Background: an optimization exercise with open tools, aiming at small area, a short achievable clock period and few clock cycles per item. Do not read the settings as production practice. The RTL was checked by simulation tests, not by an equivalence proof against the original design.

==> inputs of v37 <==
==> flow/design.v (excerpt) <==
module le_task_unit (
    input  wire        clk,
    input  wire        rst,
    input  wire        start,
    input  wire [3:0]  typ,
    input  wire        en,
    input  wire        first,
    input  wire [4:0]  sh_a,
    input  wire [4:0]  sh_b,
    input  wire [4:0]  sh_c,
    input  wire [4:0]  sh_s,
    input  wire [5:0]  exp0,
    input  wire [5:0]  exp1,
    input  wire [23:0] k0,
    input  wire [23:0] k1,
    input  wire [23:0] k2,
    input  wire [23:0] k3,
    input  wire [23:0] k4,
    input  wire [23:0] k5,
    input  wire [23:0] k6,
    input  wire [23:0] k7,
    input  wire [47:0] src_a,
    input  wire [47:0] src_b,
    input  wire [47:0] src_c,
    input  wire [47:0] src_s,
    input  wire [23:0] st_out0,
    input  wire [23:0] st_out1,
    input  wire [31:0] st_w2,
    input  wire [31:0] st_w3,
    input  wire [31:0] st_w4,
    input  wire [31:0] st_w5,
    output reg         done,
    output reg  [23:0] out0,
    output reg  [23:0] out1,
    output reg  [31:0] w2_o,
    output reg  [31:0] w3_o,
    output reg  [31:0] w4_o,
    output reg  [31:0] w5_o,
    output reg         cfg_err,
    output reg         acc_sat,
    output reg         res_sat,
    output reg  [2:0]  sat_cnt
);
    localparam [3:0] T_PID = 4'h1, T_FF = 4'h2, T_BIQUAD = 4'h4, T_LIMIT = 4'h7, T_GEAR = 4'h8;
    function [23:0] sat24;
        input [25:0] v;
        begin
            if (!v[25] && v[24:23] != 2'b00)
                sat24 = 24'h7FFFFF;
            else if (v[25] && (v[24:23] != 2'b11 || v[22:0] == 23'd0))
                sat24 = 24'h800001;
            else
                sat24 = v[23:0];
        end
    endfunction
    function [25:0] sx26;
        input [23:0] v;
        begin
            sx26 = {{2{v[23]}}, v};
        end
    endfunction
    reg        busy;
    reg [2:0]  step;
    reg        ty_pid, ty_ff, ty_bq, ty_lim0, ty_lim1, ty_gear, ty_keep, ty_cfg;
  ...
==> flow/config.mk <==
export PLATFORM = sky130hd
export DESIGN_NAME = le_task_unit
export DESIGN_NICKNAME = le_task_unit
export VERILOG_FILES = /design/flow/design.v
export SDC_FILE = /design/flow/constraint.sdc
export NUM_CORES = 4
export LEC_CHECK = 0
export CAP_MARGIN = 40
export CORE_MARGIN = 2
export CORE_UTILIZATION = 40
export PLACE_DENSITY = 0.55
export SLEW_MARGIN = 40
==> flow/constraint.sdc <==
create_clock -name core_clock -period 40.0 [get_ports {clk}]
set_input_delay 8.0000 -clock core_clock [delete_from_list [all_inputs] [get_ports {clk}]]
set_output_delay 8.0000 -clock core_clock [all_outputs]
set_load 0.01 [all_outputs]
run.sh (not shown) runs the stock make flow with config.mk's settings and CLKGATE_MAP_FILE= SYNTH_SCRIPT=/design/flow/synth_recipe.tcl, a recipe that flattens the netlist after the stock synthesis.
==> v1 (differences from v37) <==
--- a/flow/design.v
+++ b/flow/design.v
@@ -81,14 +81,13 @@
     wire [23:0] x2 = clr_st ? 24'd0 : st_w3[23:0];
     wire [23:0] y1 = clr_st ? 24'd0 : st_w4[23:0];
     wire [23:0] y2 = clr_st ? 24'd0 : st_w5[23:0];
     wire [47:0] pid_i = clr_st ? 48'd0 : {st_w3[15:0], st_w2};
     reg  [24:0] kr;             
     reg  [23:0] xr;             
-    reg  [60:0] acc;            
-    reg  [60:0] acc2;           
+    reg  [57:0] acc;            
     reg  [23:0] accx;           
     reg         stk;            
     reg  [5:0]  rk;             
     reg         rse;            
     reg  [5:0]  wk;             
     wire [5:0] k_sha  = 6'd16 - {sh_a[4], sh_a};
@@ -134,20 +133,20 @@
     wire [25:0] c_m1 = c_m + 26'd1;
     wire        c_b0 = (!c_m[25] && c_m[24:23] != 2'b00) || (c_m[25] && (c_m[24:23] != 2'b11 || c_m[22:0] == 23'd0));
     wire        c_b1 = (!c_m[25] && (c_m[24:23] != 2'b00 || c_m[22:0] == {23{1'b1}})) ||
                        (c_m[25] && c_m[24:23] != 2'b11);
     wire        c_ovf = c_o1 || c_o2 || c_o3 || c_o4 || c_o5 || (c_inc ? c_b1 : c_b0);
     wire [23:0] cv_q = c_ovf ? (c_neg ? 24'h800001 : 24'h7FFFFF) : c_inc ? c_m1[23:0] : c_m[23:0];
-    wire [60:0] rsr_v  = rse ? acc + acc2 : acc;
+    wire [57:0] rsr_v  = acc;
     wire [5:0]  rsr_k  = rk;
     wire        rsr_st = rse && stk;
-    wire        r_neg = rsr_v[60];
-    wire [69:0] r_x0 = {rsr_v, 9'd0};
-    wire [69:0] r_y5 = rsr_k[5] ? {{32{r_neg}}, r_x0[69:32]} : r_x0;
+    wire        r_neg = rsr_v[57];
+    wire [66:0] r_x0 = {rsr_v, 9'd0};
+    wire [66:0] r_y5 = rsr_k[5] ? {{32{r_neg}}, r_x0[66:32]} : r_x0;
     wire [56:0] r_x1 = r_y5[56:0];
-    wire        r_o1 = !(&r_y5[69:56] || !(|r_y5[69:56]));
+    wire        r_o1 = !(&r_y5[66:56] || !(|r_y5[66:56]));
     wire        r_t1 = rsr_k[5] && (|r_x0[31:0]);
     wire [56:0] r_y4 = rsr_k[4] ? {{16{r_neg}}, r_x1[56:16]} : r_x1;
     wire [40:0] r_x2 = r_y4[40:0];
     wire        r_o2 = !(&r_y4[56:40] || !(|r_y4[56:40]));
     wire        r_t2 = rsr_k[4] && (|r_x1[15:0]);
     wire [40:0] r_y3 = rsr_k[3] ? {{8{r_neg}}, r_x2[40:8]} : r_x2;
@@ -225,13 +224,13 @@
     wire [49:0] m_sum = mrow[0] + mrow[1] + mrow[2] + mrow[3] + mrow[4] + mrow[5] + mrow[6] + mrow[7] +
                         mrow[8] + mrow[9] + mrow[10] + mrow[11] + mnrow + m_add + MK_C;
     wire        m_hi = !m_sum[49] && (m_sum[48:47] != 2'b00);
     wire        m_lo = m_sum[49] && (m_sum[48:47] != 2'b11 || m_sum[46:0] == 47'd0);
     wire        m_ovf = m_hi || m_lo;
     wire [47:0] m_next = m_hi ? 48'h7FFF_FFFF_FFFF : m_lo ? 48'h8000_0000_0001 : m_sum[47:0];
-    wire [60:0] m_acc = {{13{m_next[47]}}, m_next};
+    wire [57:0] m_acc = {{10{m_next[47]}}, m_next};
     wire        w_neg = acc[47];
     wire [79:0] w_x0 = {acc[47:0], accx, 8'd0};
     wire [79:0] w_x1 = wk[5] ? {{32{w_neg}}, w_x0[79:32]} : w_x0;
     wire [79:0] w_x2 = wk[4] ? {{16{w_neg}}, w_x1[79:16]} : w_x1;
     wire [79:0] w_y3 = wk[3] ? {{8{w_neg}}, w_x2[79:8]} : w_x2;
     wire [72:0] w_x3 = w_y3[72:0];
@@ -243,41 +242,38 @@
     wire [66:0] w_x5 = w_y1[66:0];
     wire        w_o5 = !(&w_y1[68:66] || !(|w_y1[68:66]));
     wire [66:0] w_y0 = wk[0] ? {w_neg, w_x5[66:1]} : w_x5;
     wire [65:0] ws_f = w_y0[65:0];
     wire        w_o6 = w_y0[66] != w_y0[65];
     wire        ws_ovf = w_o3 || w_o4 || w_o5 || w_o6;
+    wire [48:0] p_dab = {src_a[47], src_a} - {src_b[47], src_b};
     wire [4:0]  p_csh = sh_c + 5'd16;
     wire signed [78:0] p_y = $signed({{31{src_c[47]}}, src_c}) <<< p_csh;
     wire [70:0] p_y8 = p_y[78:8];
     wire        p_stk = |p_y[7:0];
     wire        p_yov = !(&p_y8[70:59] || !(|p_y8[70:59]));
     wire [59:0] p_yc = p_yov ? (p_y8[70] ? {1'b1, 59'd0} : {1'b0, {59{1'b1}}}) : p_y8[59:0];
-    wire [60:0] p_ta = {{5{src_a[47]}}, src_a, 8'd0};
-    wire [60:0] p_tb = ~{{5{src_b[47]}}, src_b, 8'd0};
-    wire [60:0] p_tc = {p_yc[59], p_yc};
-    wire [60:0] p_s  = p_ta ^ p_tb ^ p_tc;
-    wire [60:0] p_cv = {(p_ta[59:0] & p_tb[59:0]) | (p_ta[59:0] & p_tc[59:0]) | (p_tb[59:0] & p_tc[59:0]), 1'b1};
+    wire [60:0] p_sum = {{4{p_dab[48]}}, p_dab, 8'd0} + {p_yc[59], p_yc};
+    wire        p_sov = !(&p_sum[60:57] || !(|p_sum[60:57]));
+    wire [57:0] p_x = p_sov ? (p_sum[60] ? {1'b1, 56'd0, 1'b1} : {1'b0, {57{1'b1}}}) : p_sum[57:0];
     wire [49:0] i_ie = ws_ovf ? (w_neg ? {1'b1, 49'd0} : {1'b0, {49{1'b1}}}) :
                        (!(&ws_f[65:49] || !(|ws_f[65:49])) ? (ws_f[65] ? {1'b1, 49'd0} : {1'b0, {49{1'b1}}})
                                                           : ws_f[49:0]);
     wire [47:0] i_lo = {k6, 24'd0};
     wire [47:0] i_hi = {k7, 24'd0};
     wire signed [50:0] i_sum = $signed({{3{pid_i[47]}}, pid_i}) + $signed({i_ie[49], i_ie});
     wire        lim_bad = $signed(k6) > $signed(k7);
     wire signed [50:0] i_held = {w3_o[18:0], w2_o};
     wire [47:0] i_new = lim_bad ? 48'd0 :
                         (i_held < $signed({{3{i_lo[47]}}, i_lo})) ? i_lo :
                         (i_held > $signed({{3{i_hi[47]}}, i_hi})) ? i_hi : i_held[47:0];
-    wire [47:0] ri_i = i_held[47:0];
+    wire [47:0] ri_i = i_new;
     wire [48:0] ri_t = {ri_i[47], ri_i} + 49'h80_0000 - {48'd0, ri_i[47]};
-    wire [25:0] ri = lim_bad ? 26'd0 :
-                     (i_held < $signed({{3{i_lo[47]}}, i_lo})) ? sx26(k6) :
-                     (i_held > $signed({{3{i_hi[47]}}, i_hi})) ? sx26(k7) : {ri_t[48], ri_t[48:24]};
-    wire [64:0] g_bd = {{17{src_b[47]}}, src_b} + (f_first ? 65'd0 : {st_w3[31], st_w3, st_w2});
-    wire [67:0] g_r = {{2{ws_f[65]}}, ws_f} - {{3{out1[0]}}, out1[0], w5_o, w4_o};
+    wire [25:0] ri = {ri_t[48], ri_t[48:24]};
+    wire [67:0] g_r = {{2{ws_f[65]}}, ws_f} - {{20{src_b[47]}}, src_b} -
+                      (f_first ? 68'd0 : {{4{st_w3[31]}}, st_w3, st_w2});
     wire        g_vneg = ws_ovf ? w_neg : g_r[67];
     wire        g_fits = !ws_ovf && (&g_r[67:63] || !(|g_r[67:63]));
     wire [63:0] g_d0 = f_first ? g_r[63:0] : {st_w3, st_w2};
     wire [67:0] g_dd = g_r;
     wire        g_dbig = !(&g_dd[67:49] || !(|g_dd[67:49]));
     wire [49:0] g_dsat = g_dd[67] ? {1'b1, 49'd0} : {1'b0, {49{1'b1}}};
@@ -286,16 +282,14 @@
                          ws_ovf ? g_vsat :
                          g_dbig ? g_dsat : g_dd[49:0];
     wire [23:0] lx = sat24(sx26(xr[23:0]) + sx26(out0));         
     wire signed [25:0] lim_prev = {{2{st_w2[23]}}, st_w2[23:0]};
     wire signed [25:0] lim_pa = lim_prev + $signed(sx26(k2));
     wire signed [25:0] lim_pb = lim_prev - $signed(sx26(k2));
-    wire signed [25:0] lim_up0 = k2[23] ? lim_pb : lim_pa;
-    wire signed [25:0] lim_dn0 = k2[23] ? lim_pa : lim_pb;
-    wire signed [25:0] lim_up = w4_o[25:0];                       
-    wire signed [25:0] lim_dn = w5_o[25:0];
+    wire signed [25:0] lim_up = k2[23] ? lim_pb : lim_pa;
+    wire signed [25:0] lim_dn = k2[23] ? lim_pa : lim_pb;
     wire        lim_rate = k2 != 24'd0 && !f_first;
     wire signed [25:0] lim_k0 = $signed(sx26(k0));
     wire signed [25:0] lim_k1 = $signed(sx26(k1));
     wire signed [25:0] lim_l0 = !lim_rate ? lim_k0 : (lim_k0 < lim_dn) ? lim_dn : (lim_k0 > lim_up) ? lim_up : lim_k0;
     wire signed [25:0] lim_h0 = !lim_rate ? lim_k1 : (lim_k1 < lim_dn) ? lim_dn : (lim_k1 > lim_up) ? lim_up : lim_k1;
     wire signed [25:0] lim_l1 = ($signed(k0) > $signed(k1)) ? lim_h0 : lim_l0;
@@ -357,18 +351,15 @@
             ty_cfg  <= en;
             wk      <= k_e0;
             f_first <= first;
             clr_st  <= first && (in_pid || in_bq);
             xr      <= in_gear ? k0 : cv_q;
             kr      <= in_gear ? {1'b0, src_a[23:0]} : {k0[23], k0};
-            acc     <= p_s;
-            acc2    <= p_cv;
+            acc     <= p_x;
             stk     <= p_stk;
             w2_o    <= {8'd0, cv_q};
-            w4_o    <= {6'd0, lim_up0};
-            w5_o    <= {6'd0, lim_dn0};
             cfg_err <= 1'b0;
             acc_sat <= 1'b0;
             res_sat <= 1'b0;
             sat_cnt <= 3'd0;
         end else begin
             if (ty_ff) begin
@@ -409,13 +400,13 @@
                     if (rsr_ovf) begin res_sat <= 1'b1; sat_cnt <= sat_cnt + 3'd1; end
                 end
             end
             if (ty_lim0) begin
                 if (s1) begin
                     out0 <= cv_q;
-                    acc  <= {13'd0, lim_l1[23:0], lim_h0[23:0]};
+                    acc  <= {10'd0, lim_l1[23:0], lim_h0[23:0]};
                 end
                 if (s2) begin
                     out0 <= lim_out;
                     w2_o <= {8'd0, lim_out};
                 end
             end
@@ -477,22 +468,19 @@
             end
             if (ty_gear) begin
                 if (s1) begin
                     acc  <= m_acc;
                     kr   <= {src_a[47], src_a[47:24]};
                     out0 <= cv_q;
-                    w4_o <= g_bd[31:0];
-                    w5_o <= g_bd[63:32];
-                    out1 <= {23'd0, g_bd[64]};
                 end
                 if (s2) begin
                     acc  <= m_acc;
                     accx <= acc[23:0];
                 end
                 if (s3) begin
-                    acc  <= {{11{g_diff[49]}}, g_diff};
+                    acc  <= {{8{g_diff[49]}}, g_diff};
                     w2_o <= g_d0[31:0];
                     w3_o <= g_d0[63:32];
                 end
                 if (s4) out0 <= rsr_s;
             end
             if (fin) begin
==> notes <==
- In v1 the via count is smaller than in v37, by about 6.5%.
- Of v37 and v1, v37 has the higher worst setup slack (gap 1.9 ns).
- In v37 the cell count is higher than in v1, by about 3%.
- In v37 the worst hold slack is worse than in v1, by 0.0047 ns.
- Of v1 and v37, v37 has the higher count of clock-buffer cells in the layout (gap 32).
- Against v1, the sequential cell count of v37 is higher by 63.
- In v37 the global-route usage is higher than in v1, by 6.0 points.
==> figures <==
item                                                                    v37             v1
Placed wire-length estimate                                        644.3 mm       565.0 mm
Placement Rows                                                          189            188
Share of synthesized area spent on multiplexers                     0.05992        0.07775
CP Data Arrival Time                                               17.06 ns       18.83 ns
Maximum number of pins on one net before global-route repair            105            122
Wire length the detailed router placed on met1                     286.8 mm       259.3 mm
Count of nets after finishing                                         17380          16930
ClkCell Share                                                       0.01844        0.01617
Worst-path cell with the longest stage delay                        o21ai_0        o31ai_1
Gate count after technology mapping                                   15090          14800
Share of cell area taken by multi-input logic gates                  0.7297         0.7478
Die width                                                     520.9 microns  516.5 microns
CTS clock-pin slew for the worst setup and hold paths               0.06 ns        0.07 ns
Flop-to-flop setup slack                                           24.38 ns       26.73 ns
Run status                                         timing/DRC/antenna clean  timing/DRC/antenna clean
Final hold slack                                                  0.4502 ns      0.4549 ns
Testbench counts of v37, summed over its fixed seeds: cycles 39,136, items 6,400.
Testbench counts of v1, summed over its fixed seeds: cycles 39,136, items 6,400.

==> static timing again, ports no longer ideal <==
In the flow no input, the clock included, has a driving cell. The finished layouts below were timed again as built, in two steps.
Step 1 assumes that a clkbuf_16 drives the clock port and a buf_2 every other input.
Step 2 moves the port delays by t, midway between the first and last clock arrival at a register: inputs arrive t later, outputs are due t later. That takes back most of the time a late clock gives input paths.
Slacks: no drivers / after step 1 / after step 2; pairs: no drivers / after step 1.
run	shift t [ns]	setup WS [ns]	cell pins on the clock port's net
v37	0.942	23.653 / 23.734 / 22.792	1
v1	0.863	21.779 / 21.860 / 20.997	1
After both steps every run listed still meets setup and hold. For v37, which loses most, drivers alone change the setup slack by +0.081 ns; drivers and shift together by -0.861 ns.
